This is an optimization exercise on Yosys and OpenROAD, whose aim is small area, not a production implementation. RTL that was checked went through simulation tests only; none was proved equivalent to the original. The RTL of run 6 was laid out without a check of its function. Power figures rest on the tool's default switching activity, not on a simulated workload. The clock port is modelled as an ideal driver; clocking choices that lean on that would not hold on a real chip.

[flow/flow/run.sh]
#!/bin/bash
# Layout flow: the standard ORFS flow (standard.sh, with the standard
# synthesis unchanged), with two changes: minimum-size port buffers, and a
# clock tree of clkbuf_16 buffers with larger sink clusters and no dummy
# loads. The make output goes to make_finish.log; ORFS keeps each step's own
# log under orfs/logs/.
set -euo pipefail
bash standard.sh \
  "BUFFER_PORTS_ARGS=-buffer_cell sky130_fd_sc_hd__buf_1" \
  "CTS_ARGS=-sink_clustering_enable -repair_clock_nets -dont_use_dummy_load -buf_list {sky130_fd_sc_hd__clkbuf_16} -sink_clustering_size 30 -sink_clustering_max_diameter 70" \
  finish > make_finish.log 2>&1
[flow/design.v]
module mtr_sinc3 #(
    parameter NCH = 16,
    parameter W   = 28
) (
    input  wire             clk,
    input  wire             rst,        
    input  wire [1:0]       osr_sel,    
    input  wire             bit_en,     
    input  wire [NCH-1:0]   mi,         
    output reg              smp_valid,
    output wire [NCH*W-1:0] smp_data
);
    localparam NP = NCH / 2;    
    localparam WA = 25;         
    localparam WB = 27;         
    localparam WC = 28;         
    localparam WH = 21;         
    reg [1:0] osr_q;
    always @(posedge clk) begin
        if (rst)
            osr_q <= osr_sel;
    end
    reg            ph;
    reg            pend;
    reg            proc_b;
    reg  [NCH-1:0] xq;
    reg  [NP-1:0]  xqb;
    wire           proc_a = pend & ~ph;
    wire           proc   = proc_a | proc_b;
    always @(posedge clk) begin
        if (rst) begin
            ph     <= 1'b0;
            pend   <= 1'b0;
            proc_b <= 1'b0;
        end else begin
            ph     <= ~ph;
            pend   <= bit_en | (pend & ~proc_a);
            proc_b <= proc_a;
        end
    end
    integer k;
    always @(posedge clk) begin
        if (!rst && bit_en)
            xq <= mi;
        for (k = 0; k < NP; k = k + 1)
            xqb[k] <= xq[2*k+1];
    end
    reg  [14:0]   u;
    reg  [WH-1:0] gn_a, gn_b, gn_c;    
    wire [WH-1:0] g_a = ~gn_a;
    wire [WH-1:0] g_b = ~gn_b;
    wire [WH-1:0] g_c = ~gn_c;
    reg           first;    
    reg           last;     
    wire [1:0]    osr_i = rst ? osr_sel : osr_q;
    reg  [14:0]   s_step;   
    reg  [14:0]   u_last;   
    reg  [WH-1:0] hi_m;     
    reg           x_m;      
    reg  [WH-1:0] hb0, hc0, hb1, hc1;    
    always @(*) begin
        case (osr_i)
            2'd0: begin
                s_step = 15'd512; u_last = 15'd32256; hi_m = {{(WH-15){1'b1}}, 15'd0}; x_m = u[14];
                hb0 = 21'd63 << 14;  hc0 = 21'd65 << 14;  hb1 = 21'd65 << 14;  hc1 = 21'd63 << 14;
            end
            2'd1: begin
                s_step = 15'd64;  u_last = 15'd8128;  hi_m = {{(WH-13){1'b1}}, 13'd0}; x_m = u[12];
                hb0 = 21'd127 << 12; hc0 = 21'd129 << 12; hb1 = 21'd129 << 12; hc1 = 21'd127 << 12;
            end
            2'd2: begin
                s_step = 15'd8;   u_last = 15'd2040;  hi_m = {{(WH-11){1'b1}}, 11'd0}; x_m = u[10];
                hb0 = 21'd255 << 10; hc0 = 21'd257 << 10; hb1 = 21'd257 << 10; hc1 = 21'd255 << 10;
            end
            default: begin
                s_step = 15'd1;   u_last = 15'd511;   hi_m = {{(WH-9){1'b1}}, 9'd0};   x_m = u[8];
                hb0 = 21'd511 << 8;  hc0 = 21'd513 << 8;  hb1 = 21'd513 << 8;  hc1 = 21'd511 << 8;
            end
        endcase
    end
    wire [WH-1:0] d_b = ({{(WH-16){1'b0}}, u, 1'b0} & ~hi_m) | ({WH{~x_m}} & hi_m);
    wire [WH-1:0] d_c = {{(WH-15){1'b0}}, u} | hi_m;
    wire [14:0]   u_n;
    wire [WH-1:0] g_a_n, g_b_n, g_c_n;
    mtr_sinc3_rca #(.W(15)) u_add_u  (.a(u),   .b(s_step),                  .ci(1'b0), .s(u_n));
    mtr_sinc3_rca #(.W(WH)) u_add_ga (.a(g_a), .b({{(WH-15){1'b0}}, u}),   .ci(1'b0), .s(g_a_n));
    mtr_sinc3_rca #(.W(WH)) u_add_gb (.a(g_b), .b(~d_b),                    .ci(1'b1), .s(g_b_n));
    mtr_sinc3_rca #(.W(WH)) u_add_gc (.a(g_c), .b(d_c),                     .ci(1'b0), .s(g_c_n));
    wire          wrap = rst | (proc_b & last);
    always @(posedge clk) begin
        if (wrap) begin
            u     <= 15'd0;
            gn_a  <= ~hb0;
            gn_b  <= ~hc0;
            gn_c  <= {WH{1'b1}};
            first <= 1'b1;
            last  <= 1'b0;
        end else if (proc_b) begin
            u     <= u_n;
            first <= 1'b0;
            last  <= (u_n == u_last);
            if (first) begin
                gn_a <= {WH{1'b1}};
                gn_b <= ~hb1;
                gn_c <= ~hc1;
            end else begin
                gn_a <= ~g_a_n;
                gn_b <= ~g_b_n;
                gn_c <= ~g_c_n;
            end
        end
    end
    always @(posedge clk) begin
        if (rst)
            smp_valid <= 1'b0;
        else
            smp_valid <= proc_b & last;
    end
    wire          pend_nx   = ~rst & (bit_en | (pend & ~proc_a));
    wire          proc_nx   = ~rst & ((pend_nx & ph) | proc_a);
    wire          first_nx  = (rst | (proc_b & last)) | (first & ~proc_b);
    reg           proc_q, start_q, move_q, clr_q;
    always @(posedge clk) begin
        proc_q  <= proc_nx;
        start_q <= proc_nx & first_nx;
        move_q  <= start_q & ~rst;
        clr_q   <= rst;
    end
    wire          clr   = rst | clr_q;
    wire          mv    = move_q & ~clr;         
    wire          hold  = ~move_q & ~clr;
    wire [WH-1:0] ga = g_a;
    wire [WH-1:0] gb = g_b;
    wire [WH-1:0] gc = g_c;
    genvar p;
    generate
        for (p = 0; p < NP; p = p + 1) begin : g_pair
            reg  [WA-1:0] a1, a2;
            reg  [WB-1:0] b1, b2;
            reg  [WC-1:0] c1, c2;
            wire x = proc_q & (ph ? xqb[p] : xq[2*p]);
            wire [WA-1:0] a_sum;
            wire [WB-1:0] b_sum;
            wire [WC-1:0] c_sum;
            mtr_sinc3_add #(.W(WA), .WX(WH-1)) u_add_a (.a(a1), .b(ga[WH-2:0] & {(WH-1){x}}), .s(a_sum));
            mtr_sinc3_add #(.W(WB), .WX(WH))   u_add_b (.a(b1), .b(gb & {WH{x}}),             .s(b_sum));
            mtr_sinc3_add #(.W(WC), .WX(WH))   u_add_c (.a(c1), .b(gc & {WH{x}}),             .s(c_sum));
            always @(posedge clk) begin
                a2 <= a_sum;
                b2 <= b_sum;
                c2 <= c_sum;
                a1 <= a2 & {WA{hold}};
                b1 <= ({{(WB-WA){1'b0}}, a2} & {WB{mv}}) | (b2 & {WB{hold}});
                c1 <= ({1'b0, b2} & {WC{mv}}) | (c2 & {WC{hold}});
            end
            assign smp_data[(2*p)*W   +: W] = c1;
            assign smp_data[(2*p+1)*W +: W] = c2;
        end
    endgenerate
endmodule
module mtr_sinc3_rca #(
    parameter W = 28
) (
    input  wire [W-1:0] a,
    input  wire [W-1:0] b,
    input  wire         ci,
    output wire [W-1:0] s
);
    wire [W:0] c;
    assign c[0] = ci;
    genvar i;
    generate
        for (i = 0; i < W; i = i + 1) begin : g_bit
            assign s[i]   = a[i] ^ b[i] ^ c[i];
            assign c[i+1] = (a[i] & b[i]) | (a[i] & c[i]) | (b[i] & c[i]);
        end
    endgenerate
endmodule
module mtr_sinc3_add #(
    parameter W  = 28,
    parameter WX = 21
) (
    input  wire [W-1:0]  a,
    input  wire [WX-1:0] b,
    output wire [W-1:0]  s
);
    wire [W:0] c;
    assign c[0] = 1'b0;
    genvar i;
    generate
        for (i = 0; i < W; i = i + 1) begin : g_bit
            if (i < WX) begin : g_fa
                assign s[i]   = a[i] ^ b[i] ^ c[i];
                assign c[i+1] = (a[i] & b[i]) | (a[i] & c[i]) | (b[i] & c[i]);
            end else begin : g_ha
                assign s[i]   = a[i] ^ c[i];
                assign c[i+1] = a[i] & c[i];
            end
        end
    endgenerate
endmodule
[flow/config.mk]
export PLATFORM = sky130hd
export DESIGN_NAME = mtr_sinc3
export DESIGN_NICKNAME = mtr_sinc3
export VERILOG_FILES = /design/flow/design.v
export SDC_FILE = /design/flow/constraint.sdc
export NUM_CORES = 4
export LEC_CHECK = 0
export CAP_MARGIN = 20
export CORE_MARGIN = 2
export CORE_UTILIZATION = 72
export PLACE_DENSITY = 0.86
export SLEW_MARGIN = 20
[flow/standard.sh]
#!/bin/bash
# synth_recipe.tcl (not shown) runs the flow's synth.tcl, then flattens the netlist and writes it again
# the make line also repeats each setting of config.mk as NAME=value (left out here)
make -C /OpenROAD-flow-scripts/flow DESIGN_CONFIG=/design/flow/config.mk WORK_HOME=/design/flow/orfs CLKGATE_MAP_FILE= SYNTH_SCRIPT=/design/flow/synth_recipe.tcl "${@:-finish}"
[flow/constraint.sdc]
create_clock -name core_clock -period 12.0 [get_ports {clk}]
set_input_delay 2.4000 -clock core_clock [delete_from_list [all_inputs] [get_ports {clk}]]
set_output_delay 2.4000 -clock core_clock [all_outputs]
set_load 0.01 [all_outputs]
==> reports/metrics.csv, run 1 <==
stage,metric,value,unit
outcome,status,finished clean,
cts,cts_resized,0,
setup_path,worst-path-max-fanout,15,
setup_path,r2r.worst_path.cells,33,
sta,max_freq,86.5,MHz
route,wl,134000,microns
cts,postCtsSetupBuffers,0,
cts,path_clk_slew,0.12,ns
synth,synth-edff-count,56,
cts,cts-root-buf,clkbuf_16,
synth,synthTopCellsByCount,"1,336 x dfxtp_1, 517 x nor2_1, 513 x fa_1, 416 x a22o_1, 227 x and2_1",
sta,finalHoldViolCount,0,
global_route,grt_pass1_vias,30800,
sta,max_slew_margin,15.0,%
global_route,antenna_found_initial,7,
min_path,hold_path.class,register to register,
final_layout,area_delta_synth_final,7.30,%
die,die_x,270,microns
place,dpl.hpwl,91100,microns
synth,synth_top_area_cell,dfxtp_1,
sta,min_period_over_period,96.3,%
setup_path,end_kind,register,
sta,rsz0062_at_grt,false,
route,firstDrtPassIters,7,
synth,synth_top_area_share,52.7,%
pwr,irDropWorstVdd,0.135,mV
setup_path,worst_path_max_delay_cell,dfxtp_1,
cts,clock_path_buffers,3,
global_route,grt_max_degree,261,
flow_run,maxCapViolCount,0,
synth,ys.flop_type,dfxtp_1,
setup_path,crit_type,register to register,
route,vias,30900,
synth,async_flop_share,0,%
setup_path,critPathLaunchType,register,
sta,skew,0.0684,ns
cts,cts_tree,yes,
route,route.detailed.drc,0,
cts,cts_buffers,55,
place,gp_congestion,0.936,
pwr,power-per-cell-area,132,mW/mm^2
sta,period_needed,11.56,ns
cts,cts_sinks,1392,
synth,syn_avg_cell_area,13.3,sq um
route,wl_per_cell,26.4,microns
final_layout,fin_nets,4848,
die,ios,470,
cts,hold_buffers,0,
setup_path,arrival,12.13,ns
synth,post-synth-top-count-cell,dfxtp_1,
synth,synth.distinct_cells,48,
route,viasPerCell,6.07,
setup_path,r2r_slack,0.44,ns
sta,worst_slew_pin_slew,1.27,ns
setup_path,worstPathRequired,12.57,ns
synth,synth_cells,3822,
sta,maxSlewViolCount,0,
setup_path,cpPeakStageDelay,0.53,ns
final_layout,nFillCells,4109,
die,fp.dieH,270,microns
final_layout,regArea,0.0284,sq mm
global_route,groute.usage.overall,37.0,%
sta,worst_slack,0.438,ns
global_route,grt_pass1_wl,197000,microns
final_layout,drive_gt1_share,3.23,%
final_layout,multi_input_area,0.0209,sq mm
place,io_buffers,469,
setup_path,crit_top_cell,fa_1,
synth,yosys_register_bits,1392,
die,dieArea,0.0727,sq mm
die,coreArea,0.0699,sq mm
cts,htree_num_levels,2,
global_route,grt-ovfl-total,0,
cts,clock_latency,0.67,ns
synth,seq_area_frac_synth,56.0,%
route,ant_nets,0,
sta,fin_tns_setup,0,ns
synth,synth_area,0.0508,sq mm
sta,setup_violations,0,
pwr,p_leak,24.2,nW
synth,yosysWarnings,1,
min_path,whs_path_depth,0,
route,drtIter0Drc,3263,
place,post-place-ws,0.502,ns
die,rows,97,
synth,synth_area_leaders,"dfxtp_1 53%, fa_1 20%, a22o_1 7.2%",
die,start_util,72.6,%
critical path, delay by kind of cell (launching register included):
family        cells  cell delay [ns]
xor+xnor          1             0.16
fa+ha+maj        27             9.79
buf+inv           2             0.15
flops             1             0.53
mux               1             0.44
simple gates      2             0.37
sequential cells by signal, summed over array words and instances (netlist names), 2 cells and up:
name       cells
g_pair.a2    200
g_pair.b1    216
gn_b          20
u             15
g_pair.c2    224
g_pair.b2    216
g_pair.c1    224
gn_a          20
xq            16
xqb            8
g_pair.a1    200
gn_c          21
osr_q          2
per-stage QoR:
step	area (sq um)	hold slack [ns]	utilization (%)	power, mW	instances
2_1_floorplan	50800	0.310	-	5.00	3822
3_3_place_gp	53100	0.310	75.9	5.11	5029
3_5_place_dp	53100	0.312	75.9	5.12	5029
4_1_cts	54400	0.338	77.9	7.20	5084
5_1_grt	54500	0.343	77.9	7.39	5085
6_report	54500	0.339	78.0	7.21	5092
power by group:
part	switching [mW]	leakage, nW	total (mW)	internal [mW]
sequential	0.0903	11.2	4.79	4.70
combinational	0.177	12.3	0.239	0.0627
clock	1.35	0.678	2.17	0.824
total	1.62	24.2	7.21	5.59
placed cells by master (no fill, tap or decap), types with 3 or more instances in the layout:
master,n
a211oi_1,7
a21oi_1,23
a221o_1,4
a22o_1,416
a31oi_1,6
and2_1,227
buf_1,469
buf_12,3
buf_4,40
clkbuf_16,55
dfxtp_1,1336
diode_2,7
edfxtp_1,56
fa_1,513
ha_1,167
inv_1,113
mux2_2,8
mux2i_1,16
nand2_1,37
nand2_2,9
nand3_1,11
nor2_1,517
nor3b_1,3
nor4b_1,3
o21ai_0,26
or2_2,9
or3_1,11
xnor2_1,3
xor2_1,28
path summary, 6_finish.rpt:
check	start	to
max	ph	g_pair[4].c2[27]
min	g_pair[4].b1[0]	g_pair[4].b2[0]
max reg2reg	ph	g_pair[4].c2[27]
min reg2reg	g_pair[4].b1[0]	g_pair[4].b2[0]
cell type report:
| class | count | area share (%) |
|---|---|---|
| Tap cell | 940 | 2.16 |
| Timing Repair Buffer | 514 | 3.96 |
| Clock buffer | 55 | 2.53 |
| Antenna cell | 7 | 0.0321 |
| Sequential cell | 1392 | 52.2 |
| Multi-Input combinational cell | 2069 | 38.4 |
| Inverter | 115 | 0.792 |
kinds of logic after synthesis:
kind of cell / after synthesis / synth area share, %
buffers and inverters: 361 / 2.92
AOI/OAI and AO/OA: 494 / 8.11
xor gates and xnor gates: 31 / 0.535
DFF: 1392 / 56.0
adders and majority gates: 680 / 24.3
muxes: 26 / 0.564
and+or+nand+nor: 838 / 7.57
layer usage:
layer | vias up | track usage [%] | wire, microns
li1 | 13100 | - | -
met1 | 15700 | 49.7 | 49800
met2 | 1723 | 56.3 | 60500
met3 | 356 | 9.83 | 15800
met4 | 12 | 18.9 | 8210
met5 | - | 0 | 83
==> run 2: changes to the inputs <==
==> flow/flow/run.sh (replaced) <==
#!/bin/bash
# Layout flow: the standard ORFS flow (standard.sh, with the standard
# synthesis unchanged), with three changes: minimum-size port buffers, the
# synthesis buffers removed at floorplan (the resizer adds back what the
# layout needs), and a clock tree of clkbuf_16 buffers with larger sink
# clusters and no dummy loads. The make output goes to make_finish.log; ORFS
# keeps each step's own log under orfs/logs/.
set -euo pipefail
bash standard.sh \
  "BUFFER_PORTS_ARGS=-buffer_cell sky130_fd_sc_hd__buf_1" \
  "CTS_ARGS=-sink_clustering_enable -repair_clock_nets -dont_use_dummy_load -buf_list {sky130_fd_sc_hd__clkbuf_16} -sink_clustering_size 30 -sink_clustering_max_diameter 70" \
  "REMOVE_ABC_BUFFERS=1" \
  finish > make_finish.log 2>&1
--- a/flow/config.mk
+++ b/flow/config.mk
@@ -9,4 +9,5 @@
 export CORE_MARGIN = 2
 export CORE_UTILIZATION = 72
+export GPL_TIMING_DRIVEN = 0
 export PLACE_DENSITY = 0.86
 export SLEW_MARGIN = 20
==> reports/metrics.csv, run 2 <==
stage,metric,value,unit
outcome,status,finished clean,
flow_run,maxCapViolCount,0,
final_layout,drive_gt1_share,5.71,%
cts,hold_buffers,0,
global_route,grt_pass1_vias,32600,
die,die_x,270,microns
setup_path,end_kind,register,
synth,seq_area_frac_synth,56.0,%
place,gp_congestion,0.833,
setup_path,r2r.worst_path.cells,34,
synth,post-synth-top-count-cell,dfxtp_1,
cts,cts-root-buf,clkbuf_16,
die,dieArea,0.0727,sq mm
cts,cts_tree,yes,
route,wl,125000,microns
route,viasPerCell,5.98,
final_layout,final_common_cell,dfxtp_1,
cts,htree_num_levels,2,
synth,yosys_register_bits,1392,
setup_path,worst-path-max-fanout,6,
setup_path,critPathLaunchType,register,
final_layout,fin_nets,4926,
sta,finalHoldViolCount,0,
synth,ys.flop_type,dfxtp_1,
cts,clock_latency,0.67,ns
place,io_buffers,469,
pwr,p_leak,24.7,nW
place,dpl.hpwl,87800,microns
setup_path,worst_path_max_delay_cell,fa_1,
die,coreArea,0.0699,sq mm
min_path,hold_end,g_pair[6].b2[0],
route,wl_per_cell,24.1,microns
route,ant_nets,0,
synth,syn_avg_cell_area,13.3,sq um
sta,min_period_over_period,98.0,%
synth,synth_cells,3822,
final_layout,layout_common_cells,"1,333 x dfxtp_1, 517 x nor2_1, 490 x fa_1, 468 x buf_1, 416 x a22o_1",
sta,setup_violations,0,
sta,fin_tns_setup,0,ns
global_route,grt_max_degree,51,
sta,max_freq,85.0,MHz
sta,period_needed,11.76,ns
min_path,whs_path_depth,0,
setup_path,r2r-start,ph,
synth,synth_top_area_share,52.7,%
pwr,irDropWorstVdd,0.142,mV
sta,worst_slack,0.237,ns
pwr,power-per-cell-area,130,mW/mm^2
synth,yosysWarnings,1,
synth,synthTopCellsByCount,"1,336 x dfxtp_1, 517 x nor2_1, 513 x fa_1, 416 x a22o_1, 227 x and2_1",
die,rows,97,
die,fp.dieH,270,microns
route,route.detailed.drc,0,
final_layout,fin_util,79.3,%
setup_path,crit_type,register to register,
min_path,hold_path.class,register to register,
sta,worst_slew_pin_slew,1.03,ns
setup_path,crit_top_cell,fa_1,
setup_path,r2r-end,g_pair[7].c2[27],
setup_path,cpPeakStageDelay,0.49,ns
cts,clock_path_buffers,3,
sta,hold_slack,0.338,ns
route,vias,30900,
final_layout,n_antenna_cell,0,
synth,synth-edff-count,56,
min_path,worstHoldStart,g_pair[6].b1[0],
synth,async_flop_share,0,%
sta,maxSlewViolCount,0,
place,post-place-ws,-0.560,ns
die,start_util,72.6,%
global_route,groute.usage.overall,34.5,%
synth,synth.distinct_cells,48,
synth,synth_area,0.0508,sq mm
route,drtIter0Drc,2634,
global_route,antenna_found_initial,4,
sta,skew,0.0858,ns
cts,path_clk_slew,0.11,ns
place,placed_cell_area,0.0538,sq mm
die,ios,470,
route,firstDrtPassIters,6,
setup_path,arrival,12.33,ns
cts,cts_sinks,1392,
final_layout,reg_top3,"g_pair.c1 x224, g_pair.c2 x224",
setup_path,r2r_slack,0.24,ns
synth,synth_area_leaders,"dfxtp_1 53%, fa_1 20%, a22o_1 7.2%",
synth,synth_top_area_cell,dfxtp_1,
sta,max_slew_margin,31.2,%
cts,cts_buffers,55,
setup_path,worstPathRequired,12.57,ns
sta,rsz0062_at_grt,false,
final_layout,design_area,0.0555,sq mm
final_layout,area_delta_synth_final,9.21,%
global_route,grt-ovfl-total,0,
global_route,grt_pass1_wl,192000,microns
-- run 2: cell counts after synthesis --
No cell type changed its count.
-- run 2: routing by layer --
| layer | global-route usage (%) | share of wire (%) |
|---|---|---|
| met3 | 5.58 | 7.3 |
| met4 | 14.4 | 4.8 |
| met1 | 44.9 | 38 |
| met5 | 0 | 0.023 |
| met2 | 58.3 | 50 |
-- run 2: final cells by class --
| type | instances | area [sq um] |
|---|---|---|
| sequential | 1392 | 28400 |
| multi-input combinational | 2072 | 21100 |
| fill | 3802 | 14400 |
| timing repair buffer | 589 | 2920 |
| clock buffer | 55 | 1380 |
| tap | 940 | 1180 |
| inverter | 115 | 432 |
-- run 2: how the worst max path moves through the flow --
stage          startpoint                to
5_1_grt                ph  g_pair[0].c2[27]
3_5_place_dp           ph  g_pair[0].c2[27]
6_report               ph  g_pair[7].c2[27]
2_1_floorplan         rst   g_pair[0].b1[0]
4_1_cts                ph  g_pair[1].c2[27]
3_3_place_gp          rst  g_pair[3].c1[11]
-- run 2: where the power goes --
group / switching (mW) / internal, mW / leakage, nW
Sequential: 0.0762 / 4.70 / 11.3
Combinational: 0.177 / 0.0843 / 12.8
Clock: 1.36 / 0.825 / 0.678
Total: 1.61 / 5.61 / 24.7
-- run 2: cells by family (layout without fill, tap and decap cells) --
family,count (synthesis),count (layout),share of synthesized area [%]
buf+inv,361,759,2.92
mux,26,26,0.564
compound gates,494,494,8.11
fa+ha+maj,680,680,24.3
xor+xnor,31,31,0.535
flops,1392,1392,56.0
simple gates,838,841,7.57
-- run 2: what timing repair did --
action,4_1_cts,5_1_grt
buffers inserted,0,9
gates cloned,0,4
endpoints found under the hold margin,0,0
endpoints found under the setup margin,29,16
pin swaps,0,5
resized for setup,15,24
-- run 2: per-stage QoR --
stage               power, mW  instances
floorplan                4.98       3576
CTS                      7.22       5150
finish                   7.22       5163
detailed placement       5.12       5095
global route             7.42       5163
global placement         5.08       4985
-- run 2: critical path: cells and delay by family, from the launching register on --
| family | cells | cell delay, ns |
|---|---|---|
| buffers and inverters | 3 | 0.43 |
| XOR/XNOR | 1 | 0.16 |
| flip-flops | 1 | 0.45 |
| multiplexers | 1 | 0.41 |
| adder cells (fa/ha/maj) | 27 | 10.05 |
| AND/OR/NAND/NOR | 2 | 0.18 |
==> run 3: changes to the inputs <==
--- a/flow/config.mk
+++ b/flow/config.mk
@@ -9,5 +9,4 @@
 export CORE_MARGIN = 2
 export CORE_UTILIZATION = 72
-export GPL_TIMING_DRIVEN = 0
 export PLACE_DENSITY = 0.86
 export SLEW_MARGIN = 20
==> reports/metrics.csv, run 3 <==
stage,metric,value,unit
cts,cts_sinks,1392,
cts,path_clk_slew,0.11,ns
synth,post-synth-top-count-cell,dfxtp_1,
sta,period_needed,11.62,ns
setup_path,worstPathRequired,12.57,ns
setup_path,crit_end,g_pair[4].c2[27],
synth,synth-edff-count,56,
route,wl_per_cell,23.3,microns
final_layout,final_cells,5073,
synth,synth_top_area_cell,dfxtp_1,
cts,htree_num_levels,2,
synth,synth_cells,3822,
place,io_buffers,469,
min_path,hold_path.class,register to register,
synth,seq_area_frac_synth,56.0,%
setup_path,r2r_slack,0.38,ns
final_layout,multi_input_area,0.0209,sq mm
pwr,irDropWorstVdd,0.130,mV
synth,yosysWarnings,1,
die,coreArea,0.0699,sq mm
final_layout,area_delta_synth_final,7.04,%
final_layout,drive_gt1_share,2.93,%
cts,clock_path_buffers,3,
route,wl_met1,44300,microns
sta,finalHoldViolCount,0,
setup_path,r2r.worst_path.cells,33,
setup_path,crit_start,ph,
synth,syn_avg_cell_area,13.3,sq um
synth,synth_top_area_share,52.7,%
sta,maxSlewViolCount,0,
pwr,p_leak,24.1,nW
route,dr.max_layer_used,met5,
route,firstDrtPassIters,5,
global_route,grt_pass1_vias,31600,
place,dp.cells,5015,
synth,yosys_register_bits,1392,
synth,synth_area,0.0508,sq mm
route,wl,118000,microns
setup_path,cpPeakStageDelay,0.52,ns
setup_path,critPathLaunchType,register,
final_layout,reg_top3,"g_pair.c1 x224, g_pair.c2 x224",
synth,synth.distinct_cells,48,
sta,fin_tns_setup,0,ns
final_layout,regArea,0.0284,sq mm
setup_path,r2r-start,ph,
cts,cts_tree,yes,
global_route,grt_pass1_wl,184000,microns
setup_path,end_kind,register,
synth,synthTopCellsByCount,"1,336 x dfxtp_1, 517 x nor2_1, 513 x fa_1, 416 x a22o_1, 227 x and2_1",
die,ios,470,
synth,async_flop_share,0,%
setup_path,worst-path-max-fanout,14,
cts,clock_latency,0.68,ns
sta,rsz0062_at_grt,false,
outcome,status,finished clean,
sta,worst_slew_pin_slew,1.25,ns
route,ant_nets,0,
global_route,antenna_found_initial,3,
final_layout,nFillCells,4160,
cts,cts_resized,0,
flow_run,maxCapViolCount,0,
setup_path,r2r-end,g_pair[4].c2[27],
final_layout,final_common_cell,dfxtp_1,
synth,ys.flop_type,dfxtp_1,
final_layout,fin_nets,4834,
route,dr_wl_met2,58100,microns
die,die_x,270,microns
sta,max_slew_margin,16.8,%
place,gp_congestion,0.857,
cts,cts_buffers,56,
place,dpl.hpwl,82100,microns
final_layout,layout_common_cells,"1,334 x dfxtp_1, 517 x nor2_1, 513 x fa_1, 469 x buf_1, 416 x a22o_1",
die,rows,97,
die,dieArea,0.0727,sq mm
pwr,power-per-cell-area,132,mW/mm^2
route,dr_wl_met3,9500,microns
die,fp.dieH,270,microns
setup_path,worst_path_max_delay_cell,fa_1,
route,viasPerCell,5.90,
route,drtIter0Drc,2516,
sta,min_period_over_period,96.8,%
die,start_util,72.6,%
setup_path,arrival,12.19,ns
cts,hold_buffers,0,
global_route,groute.usage.overall,33.0,%
cts,cts-root-buf,clkbuf_16,
route,route.detailed.drc,0,
global_route,grt_max_degree,253,
setup_path,crit_type,register to register,
global_route,grt-ovfl-total,0,
route,vias,29900,
sta,hold_slack,0.326,ns
synth,synth_area_leaders,"dfxtp_1 53%, fa_1 20%, a22o_1 7.2%",
cts,postCtsSetupBuffers,0,
sta,setup_violations,0,
sta,skew,0.0715,ns
sta,max_freq,86.0,MHz
setup_path,crit_top_cell,fa_1,
## run 3: changes by cell type in the layout (fill, tap and decap cells not counted), moves of 5 or more
| cell | previous run | this run |
|---|---|---|
| fa_2 | 23 | 0 |
| buf_6 | 21 | 1 |
| buf_4 | 87 | 27 |
| nand2_8 | 8 | 0 |
| buf_16 | 5 | 0 |
| nand2_2 | 1 | 9 |
| fa_1 | 490 | 513 |
## run 3: where the power goes
part | internal (mW) | switching (mW) | total (mW) | leakage, nW
registers | 4.70 | 0.0718 | 4.77 | 11.2
clock network | 0.838 | 1.35 | 2.19 | 0.690
logic | 0.0602 | 0.159 | 0.219 | 12.2
total | 5.60 | 1.58 | 7.18 | 24.1
## run 3: worst max-delay path: cells and delay by family, from the launching register on
| kind | cells | cell delay (ns) |
|---|---|---|
| flops | 1 | 0.44 |
| simple gates | 2 | 0.16 |
| mux | 1 | 0.39 |
| buf+inv | 3 | 0.40 |
| fa+ha+maj | 26 | 9.99 |
| xor+xnor | 1 | 0.16 |
## run 3: worst min path at each step
stage / start / endpoint / slack (ns) / cells past startpoint
6_report: g_pair[1].b1[0] / g_pair[1].b2[0] / 0.33 / 0
5_1_grt: g_pair[1].b1[0] / g_pair[1].b2[0] / 0.34 / 0
4_1_cts: g_pair[1].b1[0] / g_pair[1].b2[0] / 0.33 / 0
2_1_floorplan: g_pair[0].b1[0] / g_pair[0].b2[0] / 0.31 / 0
3_5_place_dp: g_pair[2].b1[0] / g_pair[2].b2[0] / 0.31 / 0
3_3_place_gp: g_pair[7].b1[0] / g_pair[7].b2[0] / 0.31 / 0
## run 3: final cells by class
class                           count  area share [%]
Antenna cell                        2         0.00921
Multi-Input combinational cell   2069            38.5
Inverter                          115           0.794
Sequential cell                  1392            52.3
Clock buffer                       56            2.58
Timing Repair Buffer              499            3.71
Tap cell                          940            2.16
## run 3: cell families after synthesis
logic type               count (synthesis)  synth area share (%)
XOR/XNOR                                31                 0.535
flip-flops                            1392                  56.0
AND/OR/NAND/NOR                        838                  7.57
adder cells (fa/ha/maj)                680                  24.3
multiplexers                            26                 0.564
buffers and inverters                  361                  2.92
AO/OA/AOI/OAI                          494                  8.11
## run 3: metal layers
metal  global-route usage (%)  up-vias
met4                     15.2        2
met5                        0        -
li1                         -    13100
met1                     42.7    15200
met3                     6.10      308
met2                     54.7     1310
## run 3: through the flow
stage	utilization [%]	power [mW]	cell area (sq um)	worst slack, ns
after detailed placement	75.7	5.09	53000	0.197
after global placement	75.7	5.08	53000	0.416
after floorplan	-	4.98	49700	-21.08
after CTS	77.8	7.19	54400	0.250
final	77.8	7.18	54400	0.379
after global routing	77.8	7.37	54400	0.0216
==> run 4: changes to the inputs <==
--- a/flow/config.mk
+++ b/flow/config.mk
@@ -8,5 +8,5 @@
 export CAP_MARGIN = 20
 export CORE_MARGIN = 2
-export CORE_UTILIZATION = 72
-export PLACE_DENSITY = 0.86
+export CORE_UTILIZATION = 84
+export PLACE_DENSITY = 0.94
 export SLEW_MARGIN = 20
==> reports/metrics.csv, run 4 <==
stage,metric,value,unit
outcome,status,finished clean,
route,drtIter0Drc,3954,
place,dp.cells,4857,
cts,path_clk_slew,0.11,ns
global_route,grt_pass1_wl,212000,microns
die,fp.dieH,250,microns
setup_path,crit_top_cell,fa_1,
setup_path,worst_path_max_delay_cell,fa_1,
route,vias,32300,
final_layout,nFillCells,2124,
final_layout,final_cells,4914,
pwr,power-per-cell-area,133,mW/mm^2
synth,syn_avg_cell_area,13.3,sq um
synth,synth.distinct_cells,48,
final_layout,layout_common_cells,"1,334 x dfxtp_1, 517 x nor2_1, 499 x fa_1, 469 x buf_1, 416 x a22o_1",
pwr,irDropWorstVdd,0.157,mV
synth,synth_adder_area_share,24.3,%
setup_path,r2r-start,ph,
sta,period_needed,11.75,ns
route,wl,139000,microns
synth,synth_top_area_cell,dfxtp_1,
sta,worst_slew_pin_slew,1.32,ns
final_layout,fin_nets,4832,
min_path,whs_path_depth,0,
setup_path,r2r.worst_path.cells,34,
cts,postCtsSetupBuffers,0,
synth,synth_top_family_by_area,adder cells,
final_layout,area_delta_synth_final,6.64,%
global_route,grt_max_degree,237,
sta,min_period_over_period,97.9,%
setup_path,end_kind,register,
global_route,grt-ovfl-total,0,
min_path,hold_path.class,register to register,
cts,cts_tree,yes,
pwr,p_leak,24.1,nW
die,start_util,84.6,%
place,io_buffers,469,
sta,max_freq,85.1,MHz
synth,synth-xor-area-share,0.535,%
cts,clock_latency,0.69,ns
synth,synth_top_area_share,52.7,%
setup_path,worst-path-max-fanout,5,
sta,setup_violations,0,
route,route.detailed.drc,0,
die,dieArea,0.0624,sq mm
setup_path,crit_type,register to register,
route,firstDrtPassIters,8,
setup_path,cpPeakStageDelay,0.53,ns
synth,synth_area,0.0508,sq mm
setup_path,r2r_slack,0.25,ns
final_layout,reg_top3,"g_pair.c1 x224, g_pair.c2 x224",
place,gp_congestion,0.890,
synth,async_flop_share,0,%
cts,cts-root-buf,clkbuf_16,
sta,hold_slack,0.326,ns
synth,synth.area.mux_share,0.564,%
sta,maxSlewViolCount,0,
cts,htree_num_levels,2,
route,ant_nets,0,
sta,finalHoldViolCount,0,
synth,yosys_register_bits,1392,
synth,synth_cells,3822,
min_path,worstHoldStart,g_pair[5].b1[0],
sta,max_slew_margin,12.1,%
synth,synth_area_leaders,"dfxtp_1 53%, fa_1 20%, a22o_1 7.2%",
flow_run,maxCapViolCount,0,
global_route,antenna_found_initial,2,
setup_path,r2r-end,g_pair[0].c2[27],
final_layout,design_area,0.0542,sq mm
synth,yosysWarnings,1,
cts,cts_buffers,54,
synth,synth-edff-count,56,
synth,ys.flop_type,dfxtp_1,
place,dpl.hpwl,91300,microns
synth,synthTopCellsByCount,"1,336 x dfxtp_1, 517 x nor2_1, 513 x fa_1, 416 x a22o_1, 227 x and2_1",
route,wl_per_cell,28.3,microns
global_route,grt_pass1_vias,35300,
setup_path,critPathLaunchType,register,
setup_path,crit_start,ph,
setup_path,arrival,12.32,ns
final_layout,final_common_cell,dfxtp_1,
synth,synth_compound_area_share,8.11,%
global_route,groute.usage.overall,45.7,%
die,ios,470,
place,placed_cell_area,0.0528,sq mm
route,viasPerCell,6.58,
setup_path,worstPathRequired,12.57,ns
setup_path,worst-path-buf-inv,3,
synth,synthSimpleGateAreaFrac,7.57,%
die,coreArea,0.0600,sq mm
synth,post-synth-top-count-cell,dfxtp_1,
final_layout,drive_gt1_share,3.22,%
synth,seq_area_frac_synth,56.0,%
die,rows,90,
cts,cts_sinks,1392,
sta,skew,0.0661,ns
setup_path,critical-path-top-delay-family,adder cells,
min_path,hold_end,g_pair[5].b2[0],
die,die_x,250,microns
cts,clock_path_buffers,3,
## run 4: per-stage QoR
step	worst slack [ns]	power, mW	TNS (ns)	util [%]
2_1_floorplan	-21.08	4.98	-	-
3_3_place_gp	0.443	5.07	0	87.9
3_5_place_dp	0.131	5.10	0	87.9
4_1_cts	0.0204	7.15	0	90.1
5_1_grt	-0.00378	7.34	-0.00378	90.2
6_report	0.250	7.19	0	90.2
## run 4: logic make-up (layout without fill, tap and decap cells)
kind of cell / after synthesis / in the layout
xor gates and xnor gates: 31 / 31
buffers and inverters: 361 / 668
adders and majority gates: 680 / 680
other: 0 / 3
AOI/OAI and AO/OA: 494 / 494
muxes: 26 / 26
DFF: 1392 / 1392
and+or+nand+nor: 838 / 838
## run 4: how the worst max path moves through the flow
stage | to | slack, ns | cells past startpoint
finish | g_pair[0].c2[27] | 0.25 | 34
global route | g_pair[0].c2[27] | -0.004 | 34
CTS | g_pair[4].c2[27] | 0.02 | 34
detailed placement | g_pair[0].c2[27] | 0.13 | 34
global placement | g_pair[4].c2[27] | 0.44 | 34
floorplan | g_pair[0].b1[0] | -21.08 | 2
## run 4: final cells by class
class,instances,area [sq um],area share (%)
sequential,1392,28400,52.5
multi-input combinational,2069,20900,38.7
timing repair buffer,499,2020,3.73
clock buffer,54,1350,2.50
tap,782,978,1.81
inverter,115,432,0.797
antenna,3,7.51,0.0139
## run 4: worst register-to-register path, delay by kind of cell, from the launching register on
kind / cells / cell delay (ns)
multiplexers: 1 / 0.39
XOR/XNOR: 1 / 0.18
flip-flops: 1 / 0.41
AND/OR/NAND/NOR: 2 / 0.21
buffers and inverters: 3 / 0.32
adder cells (fa/ha/maj): 27 / 10.15
## run 4: layer usage
layer	track usage [%]	vias up	share of wire (%)
met5	0	-	0
met4	34.0	0	9.3
met3	10.4	816	10
met2	74.0	2434	48
met1	54.0	16000	32
li1	-	13100	-
## run 4: report_power, final
part           switching, mW  internal [mW]  leakage [nW]
Sequential            0.0764           4.70          11.2
Combinational          0.172         0.0644          12.2
Clock                   1.37          0.811         0.665
Total                   1.61           5.58          24.1
## run 4: repair_timing
| item | 4_1_cts | 5_1_grt |
|---|---|---|
| gates resized for setup | 0 | 17 |
| setup endpoints to repair | 0 | 21 |
| hold buffers | 0 | 0 |
==> run 5: changes to the inputs <==
--- a/flow/config.mk
+++ b/flow/config.mk
@@ -8,5 +8,5 @@
 export CAP_MARGIN = 20
 export CORE_MARGIN = 2
-export CORE_UTILIZATION = 84
-export PLACE_DENSITY = 0.94
+export CORE_UTILIZATION = 78
+export PLACE_DENSITY = 0.9
 export SLEW_MARGIN = 20
==> reports/metrics.csv, run 5 <==
stage,metric,value,unit
outcome,status,finished clean,
setup_path,crit_type,register to register,
cts,cts_buffers,53,
synth,synth-edff-count,56,
cts,htree_num_levels,2,
place,dp.cells,4925,
die,ios,470,
place,gp_congestion,0.849,
setup_path,worst-path-max-fanout,7,
synth,syn_avg_cell_area,13.3,sq um
pwr,irDropWorstVdd,0.122,mV
cts,clock_latency,0.66,ns
die,coreArea,0.0645,sq mm
sta,finalHoldViolCount,0,
route,wl_per_cell,24.3,microns
die,die_x,259,microns
synth,synth.distinct_cells,48,
synth,seq_area_frac_synth,56.0,%
global_route,grt_pass1_wl,186000,microns
global_route,antenna_found_initial,2,
sta,fin_tns_setup,0,ns
pwr,clock_power_share,29.9,%
cts,cts_tree,yes,
place,io_buffers,469,
final_layout,nFillCells,3200,
sta,setup_violations,0,
final_layout,regArea,0.0284,sq mm
setup_path,worstPathRequired,12.52,ns
setup_path,arrival,12.25,ns
place,post-place-ws,0.220,ns
setup_path,end_kind,register,
sta,maxSlewViolCount,0,
cts,postCtsSetupBuffers,0,
pwr,p_leak,24.1,nW
sta,skew,0.0460,ns
synth,async_flop_share,0,%
pwr,power-per-cell-area,132,mW/mm^2
global_route,groute.usage.overall,36.8,%
sta,min_period_over_period,97.7,%
cts,hold_buffers,0,
final_layout,drive_gt1_share,2.74,%
setup_path,critPathLaunchType,register,
synth,yosys_register_bits,1392,
synth,synth_top_area_share,52.7,%
final_layout,final_cells,4980,
pwr,p_seq_share,67.0,%
pwr,combPwrFrac,3.1,%
min_path,worstHoldStart,g_pair[5].b1[0],
setup_path,r2r-start,ph,
final_layout,multi_input_area,0.0209,sq mm
final_layout,final_common_cell,dfxtp_1,
sta,max_slew_margin,25.0,%
place,placed_cell_area,0.0528,sq mm
route,viasPerCell,6.09,
sta,rsz0062_at_grt,false,
sta,hold_slack,0.333,ns
flow_run,maxCapViolCount,0,
route,ant_nets,0,
synth,synth_cells,3822,
setup_path,cpPeakStageDelay,0.53,ns
final_layout,reg_top3,"g_pair.c1 x224, g_pair.c2 x224",
synth,synthTopCellsByCount,"1,336 x dfxtp_1, 517 x nor2_1, 513 x fa_1, 416 x a22o_1, 227 x and2_1",
synth,ys.flop_type,dfxtp_1,
die,start_util,78.8,%
min_path,hold_path.class,register to register,
route,route.detailed.drc,0,
die,dieArea,0.0672,sq mm
final_layout,design_area,0.0542,sq mm
pwr,p_int,5.56,mW
route,drtIter0Drc,2762,
sta,max_freq,85.3,MHz
final_layout,layout_common_cells,"1,334 x dfxtp_1, 517 x nor2_1, 513 x fa_1, 469 x buf_1, 416 x a22o_1",
final_layout,fin_util,84.0,%
synth,yosysWarnings,1,
min_path,whs_path_depth,0,
cts,cts-root-buf,clkbuf_16,
global_route,grt-ovfl-total,0,
cts,cts_sinks,1392,
setup_path,worst_path_max_delay_cell,fa_1,
sta,worst_slew_pin_slew,1.12,ns
synth,synth_top_area_cell,dfxtp_1,
pwr,sw_frac_of_total,22.0,%
place,dpl.hpwl,83200,microns
pwr,power.total,7.13,mW
setup_path,r2r-end,g_pair[1].c2[27],
global_route,grt_max_degree,239,
route,firstDrtPassIters,6,
pwr,p_sw,1.57,mW
cts,clock_path_buffers,3,
min_path,hold_end,g_pair[5].b2[0],
die,fp.dieH,259,microns
cts,path_clk_slew,0.11,ns
sta,period_needed,11.72,ns
setup_path,r2r.worst_path.cells,33,
die,rows,93,
sta,worst_slack,0.278,ns
setup_path,crit_top_cell,fa_1,
synth,synth_area,0.0508,sq mm
synth,synth_area_leaders,"dfxtp_1 53%, fa_1 20%, a22o_1 7.2%",
final_layout,fin_nets,4826,
synth,post-synth-top-count-cell,dfxtp_1,
route,wl,121000,microns
route,vias,30300,
global_route,grt_pass1_vias,32300,
setup_path,r2r_slack,0.28,ns
final_layout,area_delta_synth_final,6.65,%
==> run 5: cell counts after synthesis <==
No cell type changed its count.
==> run 5: power by group through the flow <==
stage          Clock [mW]  Sequential [mW]  Combinational, mW
6_report             2.13             4.78              0.220
3_5_place_dp            0             4.88              0.211
3_3_place_gp            0             4.88              0.200
5_1_grt              2.28             4.78              0.240
2_1_floorplan           0             4.85              0.130
4_1_cts              2.14             4.77              0.215
==> run 5: how the worst max path moves through the flow <==
stage          start          endpoint  slack (ns)  depth (start not counted)
2_1_floorplan    rst   g_pair[0].b1[0]      -21.08                          2
3_3_place_gp      ph  g_pair[5].c2[27]        0.45                         33
3_5_place_dp      ph  g_pair[5].c2[27]        0.22                         33
4_1_cts           ph  g_pair[1].c2[27]        0.15                         33
5_1_grt           ph  g_pair[2].c2[27]       0.001                         34
6_report          ph  g_pair[1].c2[27]        0.28                         33
==> run 5: kinds of logic after synthesis <==
logic type	synth area share (%)
xor gates and xnor gates	0.535
DFF	56.0
adders and majority gates	24.3
muxes	0.564
and+or+nand+nor	7.57
AOI/OAI and AO/OA	8.11
buffers and inverters	2.92
==> run 5: repair_timing <==
item	4_1_cts	5_1_grt
resized for setup	0	1
endpoints found under the hold margin	0	0
endpoints found under the setup margin	0	8
==> run 5: layer usage <==
layer,wire (microns),vias to the layer above,global-route usage (%)
li1,-,13000,-
met1,44000,15300,47.2
met2,59900,1567,60.6
met3,9610,415,6.22
met4,7590,0,19.8
met5,0,-,0
==> run 5: critical path, delay by kind of cell, from the launching register on <==
family,cells,cell delay [ns]
buffers and inverters,2,0.17
and+or+nand+nor,2,0.17
DFF,1,0.45
adders and majority gates,27,10.28
xor gates and xnor gates,1,0.16
muxes,1,0.39
==> run 5: layout make-up <==
class	count	area share, %
multi-input combinational	2069	38.6
timing repair buffer	494	3.69
tap	855	1.97
clock buffer	53	2.45
sequential	1392	52.5
inverter	115	0.797
antenna	2	0.00924
==> run 6: changes to the inputs <==
--- a/flow/design.v
+++ b/flow/design.v
@@ -47,8 +47,6 @@
     end
     reg  [14:0]   u;
-    reg  [WH-1:0] gn_a, gn_b, gn_c;    
-    wire [WH-1:0] g_a = ~gn_a;
-    wire [WH-1:0] g_b = ~gn_b;
-    wire [WH-1:0] g_c = ~gn_c;
+    reg  [WH-2:0] h_a;
+    reg  [WH-9:0] w_b, v_c;
     reg           first;    
     reg           last;     
@@ -56,42 +54,36 @@
     reg  [14:0]   s_step;   
     reg  [14:0]   u_last;   
-    reg  [WH-1:0] hi_m;     
-    reg           x_m;      
-    reg  [WH-1:0] hb0, hc0, hb1, hc1;    
+    reg  [WH-9:0] rs_hi;    
+    reg  [WH-9:0] wb0;      
+    reg  [WH-9:0] vc0;      
+    reg  [WH-9:0] wb1;      
+    reg  [WH-9:0] vc1;      
+    reg  [WH-2:0] k0;       
     always @(*) begin
         case (osr_i)
-            2'd0: begin
-                s_step = 15'd512; u_last = 15'd32256; hi_m = {{(WH-15){1'b1}}, 15'd0}; x_m = u[14];
-                hb0 = 21'd63 << 14;  hc0 = 21'd65 << 14;  hb1 = 21'd65 << 14;  hc1 = 21'd63 << 14;
-            end
-            2'd1: begin
-                s_step = 15'd64;  u_last = 15'd8128;  hi_m = {{(WH-13){1'b1}}, 13'd0}; x_m = u[12];
-                hb0 = 21'd127 << 12; hc0 = 21'd129 << 12; hb1 = 21'd129 << 12; hc1 = 21'd127 << 12;
-            end
-            2'd2: begin
-                s_step = 15'd8;   u_last = 15'd2040;  hi_m = {{(WH-11){1'b1}}, 11'd0}; x_m = u[10];
-                hb0 = 21'd255 << 10; hc0 = 21'd257 << 10; hb1 = 21'd257 << 10; hc1 = 21'd255 << 10;
-            end
-            default: begin
-                s_step = 15'd1;   u_last = 15'd511;   hi_m = {{(WH-9){1'b1}}, 9'd0};   x_m = u[8];
-                hb0 = 21'd511 << 8;  hc0 = 21'd513 << 8;  hb1 = 21'd513 << 8;  hc1 = 21'd511 << 8;
-            end
+            2'd0: begin s_step = 15'd512; u_last = 15'd32256; rs_hi = 13'd128; k0 = 20'd63  << 14;
+                         wb1 = 13'd4160; vc1 = 13'd4032; wb0 = 13'd4032;  vc0 = -13'd4032; end   
+            2'd1: begin s_step = 15'd64;  u_last = 15'd8128;  rs_hi = 13'd32;  k0 = 20'd127 << 12;
+                         wb1 = 13'd2064; vc1 = 13'd2032; wb0 = 13'd6128;  vc0 = -13'd2032; end
+            2'd2: begin s_step = 15'd8;   u_last = 15'd2040;  rs_hi = 13'd8;   k0 = 20'd255 << 10;
+                         wb1 = 13'd1028; vc1 = 13'd1020; wb0 = 13'd3068;  vc0 = -13'd1020; end
+            default: begin s_step = 15'd1; u_last = 15'd511;  rs_hi = 13'd2;   k0 = 20'd511 << 8;
+                         wb1 = 13'd513;  vc1 = 13'd511;  wb0 = 13'd1535;  vc0 = -13'd511;  end
         endcase
     end
-    wire [WH-1:0] d_b = ({{(WH-16){1'b0}}, u, 1'b0} & ~hi_m) | ({WH{~x_m}} & hi_m);
-    wire [WH-1:0] d_c = {{(WH-15){1'b0}}, u} | hi_m;
     wire [14:0]   u_n;
-    wire [WH-1:0] g_a_n, g_b_n, g_c_n;
-    mtr_sinc3_rca #(.W(15)) u_add_u  (.a(u),   .b(s_step),                  .ci(1'b0), .s(u_n));
-    mtr_sinc3_rca #(.W(WH)) u_add_ga (.a(g_a), .b({{(WH-15){1'b0}}, u}),   .ci(1'b0), .s(g_a_n));
-    mtr_sinc3_rca #(.W(WH)) u_add_gb (.a(g_b), .b(~d_b),                    .ci(1'b1), .s(g_b_n));
-    mtr_sinc3_rca #(.W(WH)) u_add_gc (.a(g_c), .b(d_c),                     .ci(1'b0), .s(g_c_n));
+    wire [WH-2:0] h_a_n;
+    wire [WH-9:0] w_b_n, v_c_n;
+    mtr_sinc3_rca #(.W(15))   u_add_u  (.a(u),   .b(s_step),               .ci(1'b0), .s(u_n));
+    mtr_sinc3_rca #(.W(WH-1)) u_add_ha (.a(h_a), .b({{(WH-16){1'b0}}, u}), .ci(1'b0), .s(h_a_n));
+    mtr_sinc3_rca #(.W(WH-8)) u_add_wb (.a(w_b), .b(rs_hi),                .ci(1'b0), .s(w_b_n));
+    mtr_sinc3_rca #(.W(WH-8)) u_add_vc (.a(v_c), .b(~rs_hi),               .ci(1'b1), .s(v_c_n));
     wire          wrap = rst | (proc_b & last);
     always @(posedge clk) begin
         if (wrap) begin
             u     <= 15'd0;
-            gn_a  <= ~hb0;
-            gn_b  <= ~hc0;
-            gn_c  <= {WH{1'b1}};
+            h_a   <= k0;
+            w_b   <= wb0;
+            v_c   <= vc0;
             first <= 1'b1;
             last  <= 1'b0;
@@ -101,14 +93,18 @@
             last  <= (u_n == u_last);
             if (first) begin
-                gn_a <= {WH{1'b1}};
-                gn_b <= ~hb1;
-                gn_c <= ~hc1;
+                h_a <= {(WH-1){1'b0}};
+                w_b <= wb1;
+                v_c <= vc1;
             end else begin
-                gn_a <= ~g_a_n;
-                gn_b <= ~g_b_n;
-                gn_c <= ~g_c_n;
+                h_a <= h_a_n;
+                w_b <= w_b_n;
+                v_c <= v_c_n;
             end
         end
     end
+    wire [WH-1:0] g_a = {1'b0, h_a};
+    wire [WH-1:0] g_b, g_c;
+    mtr_sinc3_rca #(.W(WH)) u_add_gb (.a({w_b, 8'd0}), .b(~{h_a, 1'b0}),      .ci(1'b1), .s(g_b));
+    mtr_sinc3_rca #(.W(WH)) u_add_gc (.a({1'b0, h_a}), .b({v_c, 8'd0}),       .ci(1'b0), .s(g_c));
     always @(posedge clk) begin
         if (rst)
==> reports/metrics.csv, run 6 <==
stage,metric,value,unit
sta,fin_tns_setup,0,ns
final_layout,fin_nets,4738,
final_layout,regArea,0.0282,sq mm
setup_path,crit_type,register to register,
cts,cts_sinks,1376,
setup_path,worst-path-max-fanout,9,
pwr,irDropWorstVdd,0.122,mV
synth,yosysWarnings,1,
synth,synth_area_leaders,"dfxtp_1 52%, fa_1 20%, a22o_1 7.2%",
place,dpl.hpwl,82500,microns
route,ant_nets,0,
sta,max_slew_margin,28.1,%
cts,clock_path_buffers,3,
cts,clock_latency,0.66,ns
route,wl,117000,microns
die,dieArea,0.0667,sq mm
synth,synth.distinct_cells,50,
synth,synthTopCellsByCount,"1,315 x dfxtp_1, 510 x fa_1, 416 x a22o_1, 279 x nor2_1, 237 x and2_1",
final_layout,multi_input_area,0.0209,sq mm
cts,postCtsSetupBuffers,0,
sta,max_freq,86.5,MHz
final_layout,final_cells,4879,
synth,seq_area_frac_synth,55.8,%
synth,yosys_register_bits,1376,
cts,cts_tree,yes,
route,firstDrtPassIters,5,
setup_path,worstPathRequired,12.55,ns
route,viasPerCell,6.03,
global_route,grt_max_degree,244,
setup_path,end_kind,register,
synth,post-synth-top-count-cell,dfxtp_1,
final_layout,fin_util,84.1,%
setup_path,r2r.worst_path.cells,28,
setup_path,r2r-end,g_pair[2].b2[26],
min_path,hold_path.class,register to register,
synth,synth-edff-count,61,
sta,maxSlewViolCount,0,
global_route,grt_pass1_wl,184000,microns
final_layout,final_common_cell,dfxtp_1,
cts,htree_num_levels,2,
setup_path,cpPeakStageDelay,0.69,ns
route,drtIter0Drc,2679,
die,start_util,78.5,%
setup_path,crit_top_cell,fa_1,
route,vias,29400,
setup_path,critPathLaunchType,register,
global_route,groute.usage.overall,36.2,%
route,wl_per_cell,24.0,microns
die,die_x,258,microns
synth,ys.flop_type,dfxtp_1,
synth,synth_area,0.0504,sq mm
die,fp.dieH,258,microns
setup_path,r2r-start,h_a[1],
die,rows,93,
synth,syn_avg_cell_area,13.7,sq um
die,coreArea,0.0642,sq mm
sta,skew,0.0531,ns
final_layout,drive_gt1_share,2.49,%
cts,cts-root-buf,clkbuf_16,
sta,worst_slew_pin_slew,1.08,ns
final_layout,nFillCells,3256,
final_layout,layout_common_cells,"1,313 x dfxtp_1, 510 x fa_1, 469 x buf_1, 416 x a22o_1, 279 x nor2_1",
sta,period_needed,11.56,ns
final_layout,area_delta_synth_final,7.10,%
setup_path,r2r_slack,0.44,ns
min_path,hold_end,xqb[0],
global_route,grt-ovfl-total,0,
cts,hold_buffers,0,
setup_path,arrival,12.11,ns
global_route,antenna_found_initial,5,
cts,path_clk_slew,0.11,ns
synth,synth_top_area_share,52.2,%
place,gp_congestion,0.885,
setup_path,critical-path-top-delay-family,adder cells,
sta,rsz0062_at_grt,false,
setup_path,worst-path-buf-inv,1,
die,ios,470,
synth,synth_top_area_cell,dfxtp_1,
global_route,grt_pass1_vias,31600,
synth,async_flop_share,0,%
pwr,power-per-cell-area,141,mW/mm^2
final_layout,reg_top3,"g_pair.c1 x224, g_pair.c2 x224",
place,io_buffers,469,
place,dp.cells,4823,
cts,cts_buffers,54,
outcome,status,finished clean,
flow_run,maxCapViolCount,0,
synth,synth_cells,3679,
cts,cts_resized,0,
pwr,p_leak,24.9,nW
sta,min_period_over_period,96.3,%
min_path,worstHoldStart,xq[1],
route,route.detailed.drc,0,
setup_path,worst_path_max_delay_cell,ha_1,
sta,finalHoldViolCount,0,
sta,setup_violations,0,
min_path,whs_path_depth,0,
==> run 6: how the worst max path moves through the flow <==
stage                 from  slack [ns]                to  depth (start not counted)
global route            ph       0.001  g_pair[4].c2[27]                         33
global placement        ph        0.47  g_pair[7].c2[27]                         33
CTS                     ph        0.10  g_pair[0].c2[27]                         33
floorplan              rst      -21.08   g_pair[0].b1[0]                          2
detailed placement      ph        0.10  g_pair[7].c2[27]                         33
finish              h_a[1]        0.44  g_pair[2].b2[26]                         28
==> run 6: cell families (layout without fill, tap and decap cells) <==
family	Yosys count	after routing	share of synthesized area, %
flops	1376	1376	55.8
simple gates	745	745	7.71
fa+ha+maj	693	693	24.8
compound gates	465	465	7.82
buf+inv	343	686	2.78
xor+xnor	32	32	0.556
mux	25	25	0.523
other cells	0	2	0
==> run 6: layout make-up <==
cell class,count,area share (%)
Sequential cell,1376,52.1
Tap cell,855,1.98
Multi-Input combinational cell,1960,38.7
Antenna cell,2,0.00927
Clock buffer,54,2.50
Timing Repair Buffer,494,3.70
Inverter,138,0.959
==> run 6: per-layer routing <==
metal | wire (microns) | track usage [%]
met1 | 46000 | 49.0
met5 | 28 | 0
met3 | 9370 | 7.45
met4 | 5390 | 14.4
met2 | 56300 | 58.5
==> run 6: worst register-to-register path, delay by kind of cell (launching register included) <==
family                   cells  cell delay, ns
adder cells (fa/ha/maj)     25           10.14
buffers and inverters        1            0.45
flip-flops                   1            0.40
AND/OR/NAND/NOR              1            0.30
XOR/XNOR                     1            0.17
==> run 6: power breakdown <==
part / internal [mW] / leakage, nW / switching (mW) / total (mW)
logic: 0.166 / 13.0 / 0.419 / 0.585
registers: 4.75 / 11.2 / 0.122 / 4.88
clock network: 0.810 / 0.665 / 1.33 / 2.14
==> run 6: stage by stage <==
stage               hold slack, ns  cell area (sq um)  total power, mW  setup slack, ns
floorplan                    0.310              49600             5.24           -21.08
global placement             0.310              52600             5.51            0.469
detailed placement           0.314              52600             5.54            0.104
CTS                          0.336              54000             7.60            0.102
global route                 0.340              54000             7.81          0.00147
finish                       0.333              54000             7.60            0.442
==> run 7: changes to the inputs <==
--- a/flow/design.v
+++ b/flow/design.v
@@ -56,18 +56,11 @@
     reg  [WH-9:0] rs_hi;    
     reg  [WH-9:0] wb0;      
-    reg  [WH-9:0] vc0;      
-    reg  [WH-9:0] wb1;      
-    reg  [WH-9:0] vc1;      
     reg  [WH-2:0] k0;       
     always @(*) begin
         case (osr_i)
-            2'd0: begin s_step = 15'd512; u_last = 15'd32256; rs_hi = 13'd128; k0 = 20'd63  << 14;
-                         wb1 = 13'd4160; vc1 = 13'd4032; wb0 = 13'd4032;  vc0 = -13'd4032; end   
-            2'd1: begin s_step = 15'd64;  u_last = 15'd8128;  rs_hi = 13'd32;  k0 = 20'd127 << 12;
-                         wb1 = 13'd2064; vc1 = 13'd2032; wb0 = 13'd6128;  vc0 = -13'd2032; end
-            2'd2: begin s_step = 15'd8;   u_last = 15'd2040;  rs_hi = 13'd8;   k0 = 20'd255 << 10;
-                         wb1 = 13'd1028; vc1 = 13'd1020; wb0 = 13'd3068;  vc0 = -13'd1020; end
-            default: begin s_step = 15'd1; u_last = 15'd511;  rs_hi = 13'd2;   k0 = 20'd511 << 8;
-                         wb1 = 13'd513;  vc1 = 13'd511;  wb0 = 13'd1535;  vc0 = -13'd511;  end
+            2'd0: begin s_step = 15'd512; u_last = 15'd32256; rs_hi = 13'd128; wb0 = 13'd4160; k0 = 20'd63  << 14; end
+            2'd1: begin s_step = 15'd64;  u_last = 15'd8128;  rs_hi = 13'd32;  wb0 = 13'd2064; k0 = 20'd127 << 12; end
+            2'd2: begin s_step = 15'd8;   u_last = 15'd2040;  rs_hi = 13'd8;   wb0 = 13'd1028; k0 = 20'd255 << 10; end
+            default: begin s_step = 15'd1; u_last = 15'd511;  rs_hi = 13'd2;   wb0 = 13'd513;  k0 = 20'd511 << 8;  end
         endcase
     end
@@ -83,19 +76,17 @@
         if (wrap) begin
             u     <= 15'd0;
-            h_a   <= k0;
+            h_a   <= {(WH-1){1'b0}};
             w_b   <= wb0;
-            v_c   <= vc0;
+            v_c   <= {(WH-8){1'b0}};
             first <= 1'b1;
             last  <= 1'b0;
         end else if (proc_b) begin
             u     <= u_n;
+            h_a   <= h_a_n;
             first <= 1'b0;
             last  <= (u_n == u_last);
             if (first) begin
-                h_a <= {(WH-1){1'b0}};
-                w_b <= wb1;
-                v_c <= vc1;
+                v_c <= wb0 - rs_hi;               
             end else begin
-                h_a <= h_a_n;
                 w_b <= w_b_n;
                 v_c <= v_c_n;
@@ -103,5 +94,5 @@
         end
     end
-    wire [WH-1:0] g_a = {1'b0, h_a};
+    wire [WH-1:0] g_a = {1'b0, h_a | (k0 & {(WH-1){first}})};
     wire [WH-1:0] g_b, g_c;
     mtr_sinc3_rca #(.W(WH)) u_add_gb (.a({w_b, 8'd0}), .b(~{h_a, 1'b0}),      .ci(1'b1), .s(g_b));
==> reports/metrics.csv, run 7 <==
stage,metric,value,unit
sta,max_freq,86.0,MHz
synth,synth_area,0.0505,sq mm
die,ios,470,
outcome,status,finished clean,
setup_path,end_kind,register,
synth,synth_area_leaders,"dfxtp_1 53%, fa_1 20%, a22o_1 7.2%",
die,rows,93,
die,die_x,258,microns
sta,max_slew_margin,20.8,%
sta,hold_slack,0.334,ns
synth,seq_area_frac_synth,55.2,%
cts,clock_latency,0.68,ns
final_layout,fin_util,84.1,%
global_route,groute.usage.overall,36.2,%
die,start_util,78.6,%
route,vias,29600,
setup_path,worst-path-max-fanout,30,
place,dp.cells,4850,
synth,synth-edff-count,29,
die,fp.dieH,258,microns
pwr,p_leak,24.7,nW
synth,post-synth-top-count-cell,dfxtp_1,
place,gp_congestion,0.863,
setup_path,crit_top_cell,fa_1,
setup_path,worst-path-buf-inv,3,
cts,cts_sinks,1377,
min_path,hold_path.class,register to register,
synth,syn_avg_cell_area,13.6,sq um
die,coreArea,0.0642,sq mm
route,firstDrtPassIters,6,
sta,setup_violations,0,
sta,worst_slack,0.372,ns
synth,synth_top_area_cell,dfxtp_1,
setup_path,worstPathRequired,12.55,ns
route,route.detailed.drc,0,
final_layout,multi_input_area,0.0212,sq mm
cts,htree_num_levels,2,
synth,synth_top_area_share,53.4,%
final_layout,fin_nets,4765,
final_layout,nFillCells,3263,
cts,hold_buffers,0,
route,viasPerCell,6.03,
cts,clock_path_buffers,3,
synth,yosys_register_bits,1377,
flow_run,maxCapViolCount,0,
setup_path,worst_path_max_delay_cell,mux2_2,
final_layout,final_common_cell,dfxtp_1,
setup_path,cpPeakStageDelay,0.53,ns
final_layout,final_cells,4907,
route,wl_per_cell,24.0,microns
place,post-place-ws,0.106,ns
cts,path_clk_slew,0.11,ns
global_route,grt-ovfl-total,0,
synth,synth_cells,3709,
sta,period_needed,11.63,ns
setup_path,crit_type,register to register,
synth,yosysWarnings,1,
sta,skew,0.0564,ns
global_route,grt_max_degree,257,
route,ant_nets,0,
synth,ys.flop_type,dfxtp_1,
sta,worst_slew_pin_slew,1.19,ns
sta,finalHoldViolCount,0,
sta,min_period_over_period,96.9,%
route,drtIter0Drc,2855,
pwr,irDropWorstVdd,0.150,mV
pwr,power.total,7.15,mW
synth,synthTopCellsByCount,"1,348 x dfxtp_1, 510 x fa_1, 416 x a22o_1, 300 x nor2_1, 240 x and2_1",
final_layout,area_delta_synth_final,6.94,%
global_route,grt_pass1_wl,185000,microns
route,wl,118000,microns
die,dieArea,0.0668,sq mm
setup_path,critical-path-top-delay-family,adder cells,
synth,synth.distinct_cells,44,
final_layout,drive_gt1_share,2.62,%
pwr,power-per-cell-area,132,mW/mm^2
synth,async_flop_share,0,%
place,dpl.hpwl,83300,microns
cts,cts-root-buf,clkbuf_16,
global_route,grt_pass1_vias,31500,
global_route,antenna_found_initial,9,
cts,cts_buffers,53,
final_layout,layout_common_cells,"1,345 x dfxtp_1, 510 x fa_1, 469 x buf_1, 416 x a22o_1, 300 x nor2_1",
setup_path,arrival,12.18,ns
final_layout,reg_top3,"g_pair.c1 x224, g_pair.c2 x224",
cts,cts_tree,yes,
final_layout,regArea,0.0279,sq mm
setup_path,critPathLaunchType,register,
place,io_buffers,469,
sta,maxSlewViolCount,0,
## run 7: cell count changes after synthesis, moves of 9 or more
cell,previous run,this run
dfxtp_1,1315,1348
edfxtp_1,61,29
clkbuf_1,106,79
nor2_1,279,300
buf_2,85,101
mux2i_1,16,32
clkinv_1,18,6
buf_4,0,10
and3_1,169,160
inv_1,119,128
## run 7: stage by stage
stage	TNS [ns]	instance area [sq um]
3_5_place_dp	0	52600
2_1_floorplan	-	49500
6_report	0	54000
5_1_grt	-0.0327	54000
3_3_place_gp	0	52600
4_1_cts	0	53900
## run 7: where the power goes
| part | total [mW] | switching (mW) | internal (mW) |
|---|---|---|---|
| sequential | 4.72 | 0.0599 | 4.66 |
| combinational | 0.302 | 0.220 | 0.0825 |
| clock | 2.13 | 1.33 | 0.796 |
| total | 7.15 | 1.61 | 5.54 |
## run 7: layout make-up
| type | instances | share of cell area (%) |
|---|---|---|
| repair buffers | 493 | 3.73 |
| well taps | 855 | 1.98 |
| diodes | 3 | 0.0139 |
| flip-flops and latches | 1377 | 51.6 |
| clock buffers | 53 | 2.46 |
| multi-input cells | 1990 | 39.3 |
| inverters | 136 | 0.945 |
## run 7: final timing paths
path	startpoint	to	slack, ns	cells past startpoint
setup / recovery	ph	g_pair[0].c2[27]	0.37	33
hold / removal	g_pair[5].b1[0]	g_pair[5].b2[0]	0.33	0
setup reg to reg	ph	g_pair[0].c2[27]	0.37	33
hold reg to reg	g_pair[5].b1[0]	g_pair[5].b2[0]	0.33	0
## run 7: logic make-up after synthesis
logic type	count (synthesis)	share of synthesized area, %
AND/OR/NAND/NOR	758	7.77
flip-flops	1377	55.2
AO/OA/AOI/OAI	466	7.98
XOR/XNOR	31	0.538
buffers and inverters	342	2.88
multiplexers	42	0.902
adder cells (fa/ha/maj)	693	24.8
## run 7: timing repair
| item | 4_1_cts | 5_1_grt |
|---|---|---|
| setup buffers | 0 | 0 |
| hold endpoints to repair | 0 | 0 |
| resized for setup | 0 | 9 |
| endpoints found under the setup margin | 0 | 21 |
## run 7: worst register-to-register path: cells and delay by family, from the launching register on
kind | cells | cell delay, ns
flip-flops | 1 | 0.48
XOR/XNOR | 1 | 0.15
adder cells (fa/ha/maj) | 26 | 9.50
multiplexers | 1 | 0.54
AND/OR/NAND/NOR | 2 | 0.37
buffers and inverters | 3 | 0.50
## run 7: per-layer routing
metal | up-vias | track usage [%] | share of wire, %
met2 | 1304 | 57.4 | 48
met1 | 15000 | 49.5 | 39
met3 | 337 | 7.06 | 7.6
li1 | 12900 | - | -
met5 | - | 0 | 0.020
met4 | 4 | 15.7 | 5.0

[afterwards: timing with drivers on the ports]
In the flow no input, the clock included, has a driving cell. The finished layouts below were timed again as built, in two steps.
Step 1, drivers: a clkbuf_16 drives clk and a buf_2 each remaining input, both assumed.
Step 2 times the ports against the registers' clock, not the clock port: input delays grow and output delays shrink by t, the midpoint of the rising clock arrivals with the driver on.
a / b / c = ideal / step 1 / step 2; a / b = the first two.
run	shift t [ns]	setup slack, ns	clock arrival spread, ns
run 1	0.710	0.438 / 0.438 / 0.438	0.070 / 0.069
run 2	0.702	0.237 / 0.237 / 0.237	0.086 / 0.086
run 3	0.711	0.379 / 0.379 / 0.379	0.072 / 0.072
run 4	0.726	0.250 / 0.250 / 0.250	0.070 / 0.069
run 5	0.705	0.278 / 0.278 / 0.278	0.050 / 0.050
run 6	0.699	0.442 / 0.442 / 0.442	0.054 / 0.054
run 7	0.715	0.372 / 0.372 / 0.372	0.062 / 0.061
After both steps setup and hold are still met in every run listed.
